Background: an optimization exercise with open tools, aiming at small area, a short achievable clock period and few clock cycles per item. Do not read the settings as production practice. Only simulation tests tie the RTL to the original design; equivalence was not proved.

==> flow/design.v <==
module lcr_ageing (
    input  wire         clk,
    input  wire         rst,           
    input  wire         in_valid,
    output wire         in_ready,
    input  wire [511:0] in_curve,      
    input  wire [15:0]  in_dose,       
    input  wire [15:0]  in_scale,      
    input  wire [15:0]  in_target,     
    input  wire         in_age,        
    output wire         out_valid,
    output wire [16:0]  out_e,         
    output wire [16:0]  out_a          
);
    localparam integer F_OE    = 0;      
    localparam integer F_EE    = 16;     
    localparam integer F_OD    = 32;     
    localparam integer F_ED    = 48;     
    localparam integer F_KODD  = 64;     
    localparam integer F_DOSE  = 65;     
    localparam integer F_S     = 81;     
    localparam integer F_T     = 97;     
    localparam integer F_AGE   = 113;    
    localparam integer F_EFF0  = 114;    
    localparam integer F_NEG   = 130;    
    localparam integer F_MAG   = 131;    
    localparam integer F_DD    = 147;    
    localparam integer F_SPAN  = 163;    
    localparam integer F_RL    = 179;    
    localparam integer F_ERAW  = 211;    
    localparam integer F_X     = 227;    
    localparam integer F_E     = 259;    
    localparam integer F_SAT   = 276;    
    localparam integer F_R2    = 277;    
    localparam integer F_Q2    = 294;    
    localparam integer F_A     = 310;    
    localparam integer W       = 327;
    localparam integer NSTEP   = 37;
    localparam [NSTEP-1:0] CUT = (37'd1 << 36) | (37'd1 << 30) | (37'd1 << 23) | (37'd1 << 18)
                               | (37'd1 << 11) | (37'd1 << 4);
    assign in_ready = 1'b1;
    wire [15:0] oe, ee, od, ed;
    wire        kodd;
    lcr_ageing_pick u_pick (.curve(in_curve), .dose(in_dose), .kodd(kodd),
                            .oe(oe), .ee(ee), .od(od), .ed(ed));
    reg  [W-1:0] st0;
    reg          v0;
    always @(posedge clk) begin
        if (rst) v0 <= 1'b0;
        else     v0 <= in_valid;
        st0 <= {W{1'b0}};
        st0[F_OE +: 16]   <= oe;
        st0[F_EE +: 16]   <= ee;
        st0[F_OD +: 16]   <= od;
        st0[F_ED +: 16]   <= ed;
        st0[F_KODD]       <= kodd;
        st0[F_DOSE +: 16] <= in_dose;
        st0[F_S +: 16]    <= in_scale;
        st0[F_T +: 16]    <= in_target;
        st0[F_AGE]        <= in_age;
    end
    wire [W-1:0] st [0:NSTEP];
    wire         vv [0:NSTEP];
    assign st[0] = st0;
    assign vv[0] = v0;
    genvar g;
    generate
        for (g = 0; g < NSTEP; g = g + 1) begin : step
            wire [W-1:0] sin = st[g];
            reg  [W-1:0] nx;
            reg  [15:0]  e0, d0, d1;
            reg  [16:0]  diff, t1;
            reg  [17:0]  full, up;
            reg          b;
            reg  [31:0]  ps, pc, pp, ns;
            integer      k;
            always @(*) begin
                nx   = sin;
                e0   = 16'd0; d0 = 16'd0; d1 = 16'd0;
                diff = 17'd0; t1 = 17'd0;
                full = 18'd0; up = 18'd0;
                b    = 1'b0;
                ps   = 32'd0; pc = 32'd0; pp = 32'd0; ns = 32'd0;
                if (g == 0) begin
                    diff = {1'b0, sin[F_OE +: 16]} - {1'b0, sin[F_EE +: 16]};
                    e0   = sin[F_EE +: 16] - sin[F_OE +: 16];
                    nx[F_MAG +: 16]  = diff[16] ? e0 : diff[15:0];
                    nx[F_NEG]        = sin[F_KODD] ? (~diff[16] & (diff[15:0] != 16'd0)) : diff[16];
                    nx[F_EFF0 +: 16] = sin[F_KODD] ? sin[F_OE +: 16] : sin[F_EE +: 16];
                    d0 = sin[F_DOSE +: 16] - sin[F_OD +: 16];
                    d1 = sin[F_DOSE +: 16] - sin[F_ED +: 16];
                    nx[F_DD +: 16]   = sin[F_KODD] ? d0 : d1;
                    d0 = sin[F_ED +: 16] - sin[F_OD +: 16];
                    d1 = sin[F_OD +: 16] - sin[F_ED +: 16];
                    nx[F_SPAN +: 16] = sin[F_KODD] ? d0 : d1;
                    nx[F_OE +: 16]   = 16'd0;
                    nx[F_EE +: 16]   = 16'd0;
                    nx[F_OD +: 16]   = 16'd0;
                    nx[F_ED +: 16]   = 16'd0;
                    nx[F_KODD]       = 1'b0;
                    nx[F_DOSE +: 16] = 16'd0;
                end else if (g == 1 || g == 19) begin
                    for (k = 0; k < 16; k = k + 1) begin
                        if (g == 1) pp = {16'd0, sin[F_MAG +: 16] & {16{sin[F_DD + k]}}} << k;
                        else        pp = {16'd0, sin[F_ERAW +: 16] & {16{sin[F_S + k]}}} << k;
                        ns = ps ^ pc ^ pp;
                        pc = ((ps & pc) | (ps & pp) | (pc & pp)) << 1;
                        ps = ns;
                    end
                    if (g == 1) begin
                        nx[F_RL +: 32]  = ps + pc;
                        nx[F_MAG +: 16] = 16'd0;
                        nx[F_DD +: 16]  = 16'd0;
                    end else begin
                        nx[F_X +: 32]    = ps + pc;
                        nx[F_ERAW +: 16] = 16'd0;
                    end
                end else if (g <= 17) begin
                    t1 = {sin[F_RL + 16 +: 16], sin[F_RL + 15]} - {1'b0, sin[F_SPAN +: 16]};
                    nx[F_RL +: 32] = t1[16] ? {sin[F_RL +: 31], 1'b0} : {t1[15:0], sin[F_RL +: 15], 1'b1};
                    if (g == 17) nx[F_SPAN +: 16] = 16'd0;
                end else if (g == 18) begin
                    nx[F_ERAW +: 16] = sin[F_NEG] ? sin[F_EFF0 +: 16] - sin[F_RL +: 16] : sin[F_EFF0 +: 16] + sin[F_RL +: 16];
                    nx[F_EFF0 +: 16] = 16'd0;
                    nx[F_NEG]        = 1'b0;
                    nx[F_RL +: 32]   = 32'd0;
                end else if (g == 20) begin
                    up   = {1'b0, sin[F_X + 15 +: 17]} + {17'd0, |sin[F_X +: 15]};
                    full = 18'd32768 - {2'b00, sin[F_S +: 16]} + up;
                    nx[F_E +: 17] = (full[17] | (full == 18'd0)) ? 17'd1 : full[16:0];
                    nx[F_SAT]      = ~sin[F_AGE] | ({1'b0, sin[F_T +: 16]} >= nx[F_E +: 17]);
                    nx[F_R2 +: 17] = {1'b0, sin[F_T +: 16]};
                    nx[F_Q2 +: 16] = 16'd0;
                    nx[F_X +: 32]  = 32'd0;
                    nx[F_S +: 16]  = 16'd0;
                    nx[F_T +: 16]  = 16'd0;
                    nx[F_AGE]      = 1'b0;
                end else begin
                    full = {1'b0, sin[F_R2 +: 16], 1'b0} - {1'b0, sin[F_E +: 17]};
                    b    = full[17] & ~sin[F_R2 + 16];          
                    nx[F_R2 +: 17] = b ? {sin[F_R2 +: 16], 1'b0} : full[16:0];
                    nx[F_Q2 +: 16] = {sin[F_Q2 +: 15], ~b};
                    if (g == NSTEP - 1) begin
                        nx[F_A +: 17]  = sin[F_SAT] ? 17'd65536 : {1'b0, sin[F_Q2 +: 15], ~b};
                        nx[F_R2 +: 17] = 17'd0;
                        nx[F_Q2 +: 16] = 16'd0;
                        nx[F_SAT]      = 1'b0;
                    end
                end
            end
            if (CUT[g]) begin : cut
                reg [W-1:0] r;
                reg         v;
                always @(posedge clk) begin
                    if (rst) v <= 1'b0;
                    else     v <= vv[g];
                    r <= nx;
                end
                assign st[g+1] = r;
                assign vv[g+1] = v;
            end else begin : comb
                assign st[g+1] = nx;
                assign vv[g+1] = vv[g];
            end
        end
    endgenerate
    assign out_valid = vv[NSTEP];
    assign out_e     = st[NSTEP][F_E +: 17];
    assign out_a     = st[NSTEP][F_A +: 17];
endmodule
module lcr_ageing_lt16 (
    input  wire [15:0] a,
    input  wire [15:0] b,
    output wire        lt
);
    wire [15:0] l0 = ~a & b;
    wire [15:0] g0 = a & ~b;
    wire [7:0]  l1, g1;
    wire [3:0]  l2, g2;
    wire [1:0]  l3, g3;
    genvar i;
    generate
        for (i = 0; i < 8; i = i + 1) begin : t1
            assign l1[i] = l0[2*i+1] | (~g0[2*i+1] & l0[2*i]);
            assign g1[i] = g0[2*i+1] | (~l0[2*i+1] & g0[2*i]);
        end
        for (i = 0; i < 4; i = i + 1) begin : t2
            assign l2[i] = l1[2*i+1] | (~g1[2*i+1] & l1[2*i]);
            assign g2[i] = g1[2*i+1] | (~l1[2*i+1] & g1[2*i]);
        end
        for (i = 0; i < 2; i = i + 1) begin : t3
            assign l3[i] = l2[2*i+1] | (~g2[2*i+1] & l2[2*i]);
            assign g3[i] = g2[2*i+1] | (~l2[2*i+1] & g2[2*i]);
        end
    endgenerate
    assign lt = l3[1] | (~g3[1] & l3[0]);
endmodule
module lcr_ageing_pick (
    input  wire [511:0] curve,
    input  wire [15:0]  dose,
    output reg          kodd,
    output reg  [15:0]  oe,             
    output reg  [15:0]  ee,             
    output reg  [15:0]  od,             
    output reg  [15:0]  ed              
);
    integer j, m;
    wire [15:0] lt;                    
    reg  [15:0] le;                    
    assign lt[0] = 1'b0;
    genvar c;
    generate
        for (c = 1; c < 16; c = c + 1) begin : cmp
            lcr_ageing_lt16 u (.a(dose), .b(curve[32*c +: 16]), .lt(lt[c]));
        end
    endgenerate
    reg  [15:0] sel;                   
    reg  [7:0]  so;                    
    reg  [8:0]  se;                    
    always @(*) begin
        le = ~lt;
        for (j = 0; j < 15; j = j + 1)
            sel[j] = le[j] & ~le[j+1];
        sel[15] = le[15];
        kodd = 1'b0;
        for (m = 0; m < 8; m = m + 1) begin
            so[m] = sel[2*m] | sel[2*m+1];
            kodd  = kodd | sel[2*m+1];
        end
        se[0] = sel[0];
        for (m = 1; m < 8; m = m + 1)
            se[m] = sel[2*m] | sel[2*m-1];
        se[8] = sel[15];
        oe = 16'd0; ee = 16'd0; od = 16'd0; ed = 16'd0;
        for (m = 0; m < 8; m = m + 1) begin
            oe = oe | ({16{so[m]}} & curve[32*(2*m+1)+16 +: 16]);
            od = od | ({16{so[m]}} & curve[32*(2*m+1) +: 16]);
            ee = ee | ({16{se[m]}} & curve[32*(2*m)+16 +: 16]);
            ed = ed | ({16{se[m]}} & curve[32*(2*m) +: 16]);
        end
        ee = ee | ({16{se[8]}} &  curve[32*15+16 +: 16]);
        ed = ed | ({16{se[8]}} & ~curve[32*15 +: 16]);
    end
endmodule
make LEC_CHECK=0 CAP_MARGIN=20 CORE_MARGIN=2 CORE_UTILIZATION=40 SLEW_MARGIN=20 SYNTH_HIERARCHICAL=1 finish   # period 115.0 ns
run.sh (not shown) runs the stock make flow with config.mk's settings and CLKGATE_MAP_FILE= SYNTH_SCRIPT=/design/flow/synth_recipe.tcl, a recipe that flattens the netlist after the stock synthesis.
Testbench counts at the start, summed over its fixed seeds: cycles 8,248, items 8,192.
Then changed:
--- a/flow/design.v
+++ b/flow/design.v
@@ -37,6 +37,6 @@
     localparam integer W       = 327;
     localparam integer NSTEP   = 37;
-    localparam [NSTEP-1:0] CUT = (37'd1 << 36) | (37'd1 << 30) | (37'd1 << 23) | (37'd1 << 18)
-                               | (37'd1 << 11) | (37'd1 << 4);
+    localparam [NSTEP-1:0] CUT = (37'd1 << 36) | (37'd1 << 31) | (37'd1 << 24) | (37'd1 << 18)
+                               | (37'd1 << 12) | (37'd1 << 5);
     assign in_ready = 1'b1;
     wire [15:0] oe, ee, od, ed;
@@ -69,29 +69,25 @@
             wire [W-1:0] sin = st[g];
             reg  [W-1:0] nx;
-            reg  [15:0]  e0, d0, d1;
+            reg  [15:0]  e0, e1, d0, d1;
             reg  [16:0]  diff, t1;
             reg  [17:0]  full, up;
             reg          b;
-            reg  [31:0]  ps, pc, pp, ns;
-            integer      k;
             always @(*) begin
                 nx   = sin;
-                e0   = 16'd0; d0 = 16'd0; d1 = 16'd0;
+                e0   = 16'd0; e1 = 16'd0; d0 = 16'd0; d1 = 16'd0;
                 diff = 17'd0; t1 = 17'd0;
                 full = 18'd0; up = 18'd0;
                 b    = 1'b0;
-                ps   = 32'd0; pc = 32'd0; pp = 32'd0; ns = 32'd0;
                 if (g == 0) begin
-                    diff = {1'b0, sin[F_OE +: 16]} - {1'b0, sin[F_EE +: 16]};
-                    e0   = sin[F_EE +: 16] - sin[F_OE +: 16];
-                    nx[F_MAG +: 16]  = diff[16] ? e0 : diff[15:0];
-                    nx[F_NEG]        = sin[F_KODD] ? (~diff[16] & (diff[15:0] != 16'd0)) : diff[16];
-                    nx[F_EFF0 +: 16] = sin[F_KODD] ? sin[F_OE +: 16] : sin[F_EE +: 16];
-                    d0 = sin[F_DOSE +: 16] - sin[F_OD +: 16];
-                    d1 = sin[F_DOSE +: 16] - sin[F_ED +: 16];
-                    nx[F_DD +: 16]   = sin[F_KODD] ? d0 : d1;
-                    d0 = sin[F_ED +: 16] - sin[F_OD +: 16];
-                    d1 = sin[F_OD +: 16] - sin[F_ED +: 16];
-                    nx[F_SPAN +: 16] = sin[F_KODD] ? d0 : d1;
+                    e0 = sin[F_KODD] ? sin[F_OE +: 16] : sin[F_EE +: 16];
+                    e1 = sin[F_KODD] ? sin[F_EE +: 16] : sin[F_OE +: 16];
+                    d0 = sin[F_KODD] ? sin[F_OD +: 16] : sin[F_ED +: 16];
+                    d1 = sin[F_KODD] ? sin[F_ED +: 16] : sin[F_OD +: 16];
+                    diff = {1'b0, e1} - {1'b0, e0};
+                    nx[F_EFF0 +: 16] = e0;
+                    nx[F_NEG]        = diff[16];
+                    nx[F_MAG +: 16]  = diff[16] ? e0 - e1 : diff[15:0];
+                    nx[F_DD +: 16]   = sin[F_DOSE +: 16] - d0;
+                    nx[F_SPAN +: 16] = d1 - d0;
                     nx[F_OE +: 16]   = 16'd0;
                     nx[F_EE +: 16]   = 16'd0;
@@ -101,17 +97,10 @@
                     nx[F_DOSE +: 16] = 16'd0;
                 end else if (g == 1 || g == 19) begin
-                    for (k = 0; k < 16; k = k + 1) begin
-                        if (g == 1) pp = {16'd0, sin[F_MAG +: 16] & {16{sin[F_DD + k]}}} << k;
-                        else        pp = {16'd0, sin[F_ERAW +: 16] & {16{sin[F_S + k]}}} << k;
-                        ns = ps ^ pc ^ pp;
-                        pc = ((ps & pc) | (ps & pp) | (pc & pp)) << 1;
-                        ps = ns;
-                    end
                     if (g == 1) begin
-                        nx[F_RL +: 32]  = ps + pc;
+                        nx[F_RL +: 32]  = sin[F_MAG +: 16] * sin[F_DD +: 16];
                         nx[F_MAG +: 16] = 16'd0;
                         nx[F_DD +: 16]  = 16'd0;
                     end else begin
-                        nx[F_X +: 32]    = ps + pc;
+                        nx[F_X +: 32]    = sin[F_ERAW +: 16] * sin[F_S +: 16];
                         nx[F_ERAW +: 16] = 16'd0;
                     end
Effect: The changed run completed without violations. Via count climbs by a little under a tenth. Design area went up by a few percent. Count of clock-buffer cells in the layout goes up by 2. Register-to-register slack loses 1500 ps. Die area is higher by a few percent. First-iteration DRC count climbs by about a fifth. Routed wire length is higher by a few percent. Setup slack improved by 370 ps. Cell count climbs by a little under a tenth. Global-route usage increases by 0.21 points. Worst hold slack stays flat.
Testbench counts after the change, summed over its fixed seeds: cycles 8,248, items 8,192.

lcr_ageing, a different RTL version from the one above (not shown whole).
For scale: ~7,800 cells after synthesis, about 480 flip-flops, about 600 I/O pins.
clock: 115.0 ns
lec_check: 0
cap_margin: 20
core_margin: 2
core_utilization: 40
slew_margin: 20
synth_hierarchical: 1
standard.sh (not shown) runs the stock make flow with config.mk's settings and CLKGATE_MAP_FILE= SYNTH_SCRIPT=/design/flow/synth_recipe.tcl, a recipe that flattens the netlist after the stock synthesis.
==> flow/flow/run.sh <==
#!/bin/bash
# The standard layout, with every port buffered by the smallest buffer cell
# (buf_1) instead of the cell buffer_ports picks by itself.
set -e
export BUFFER_PORTS_ARGS="-buffer_cell sky130_fd_sc_hd__buf_1"
bash standard.sh > standard.log 2>&1
Testbench counts at the start, summed over its fixed seeds: cycles 8,248, items 8,192.
Then changed:
--- a/flow/design.v
+++ b/flow/design.v
@@ -76,30 +76,27 @@
             integer      k;
             always @(*) begin
                 nx   = sin;
                 e0   = 16'd0; d0 = 16'd0; d1 = 16'd0;
                 diff = 17'd0; t1 = 17'd0;
                 full = 18'd0; up = 18'd0;
                 b    = 1'b0;
                 ps   = 32'd0; pc = 32'd0; pp = 32'd0; ns = 32'd0;
                 if (g == 0) begin
                     diff = {1'b0, sin[F_OE +: 16]} - {1'b0, sin[F_EE +: 16]};
-                    e0   = sin[F_EE +: 16] - sin[F_OE +: 16];
-                    nx[F_MAG +: 16]  = diff[16] ? e0 : diff[15:0];
+                    nx[F_MAG +: 16]  = (diff[15:0] ^ {16{diff[16]}}) + {15'd0, diff[16]};
                     nx[F_NEG]        = sin[F_KODD] ? (~diff[16] & (diff[15:0] != 16'd0)) : diff[16];
                     nx[F_EFF0 +: 16] = sin[F_KODD] ? sin[F_OE +: 16] : sin[F_EE +: 16];
-                    d0 = sin[F_DOSE +: 16] - sin[F_OD +: 16];
-                    d1 = sin[F_DOSE +: 16] - sin[F_ED +: 16];
-                    nx[F_DD +: 16]   = sin[F_KODD] ? d0 : d1;
-                    d0 = sin[F_ED +: 16] - sin[F_OD +: 16];
+                    d0 = sin[F_KODD] ? sin[F_OD +: 16] : sin[F_ED +: 16];
+                    nx[F_DD +: 16]   = sin[F_DOSE +: 16] - d0;
                     d1 = sin[F_OD +: 16] - sin[F_ED +: 16];
-                    nx[F_SPAN +: 16] = sin[F_KODD] ? d0 : d1;
+                    nx[F_SPAN +: 16] = (d1 ^ {16{sin[F_KODD]}}) + {15'd0, sin[F_KODD]};
                     nx[F_OE +: 16]   = 16'd0;
                     nx[F_EE +: 16]   = 16'd0;
                     nx[F_OD +: 16]   = 16'd0;
                     nx[F_ED +: 16]   = 16'd0;
                     nx[F_KODD]       = 1'b0;
                     nx[F_DOSE +: 16] = 16'd0;
                 end else if (g == 1 || g == 19) begin
                     for (k = 0; k < 16; k = k + 1) begin
                         if (g == 1) pp = {16'd0, sin[F_MAG +: 16] & {16{sin[F_DD + k]}}} << k;
                         else        pp = {16'd0, sin[F_ERAW +: 16] & {16{sin[F_S + k]}}} << k;
What happened: Setup slack is worse by 0.048 ns. Core utilization goes up by 0.27 points. Flip-flop and latch count is unchanged. Synthesized cell count shrinks by 1.1%. Area after synthesis went down by 0.96%. Clock skew goes down by 0.022 ns. Non-clock buffer count increases by 13. Global-route usage rises by 1.7 points. Fmax is about the same. Final cell count shrinks by 1.2%. Sequential share of layout area barely changes. Critical path depth stays the same. Die area came out lower by 0.95%.
Testbench counts after the change, summed over its fixed seeds: cycles 8,248, items 8,192.

==> port drivers added, routing unchanged <==
In the flow no input, the clock included, has a driving cell. The finished layouts below were timed again as built, in two steps. Step 1 assumes that a clkbuf_16 drives the clock port and a buf_2 every other input. Step 2, shift: input delay + t, output delay - t, t = (earliest + latest rising clock arrival at the registers) / 2. This alone moves slack from input paths to output paths. Slacks: ideal ports / drivers / drivers and shift; pairs: ideal ports / drivers.
| run | t (ns) | slack for setup (ns) | hold WS [ns] | worst slew at a driven data input, ns |
|---|---|---|---|---|
| the first run of note 1 | 0.784 | 87.763 / 87.810 / 87.026 | 0.317 / 0.317 / 0.317 | 0.19 |
| the second run of note 1 | 0.786 | 88.138 / 88.191 / 87.405 | 0.314 / 0.314 / 0.314 | 0.26 |
| the first run of note 2 | 0.784 | 88.887 / 88.809 / 88.025 | 0.314 / 0.314 / 0.314 | 0.22 |
| the second run of note 2 | 0.772 | 88.839 / 88.858 / 88.087 | 0.315 / 0.315 / 0.315 | 0.42 |
After both steps setup and hold are still met in every run listed. For the first run of note 2, which loses most, drivers alone change the setup slack by -0.078 ns; drivers and shift together by -0.862 ns.
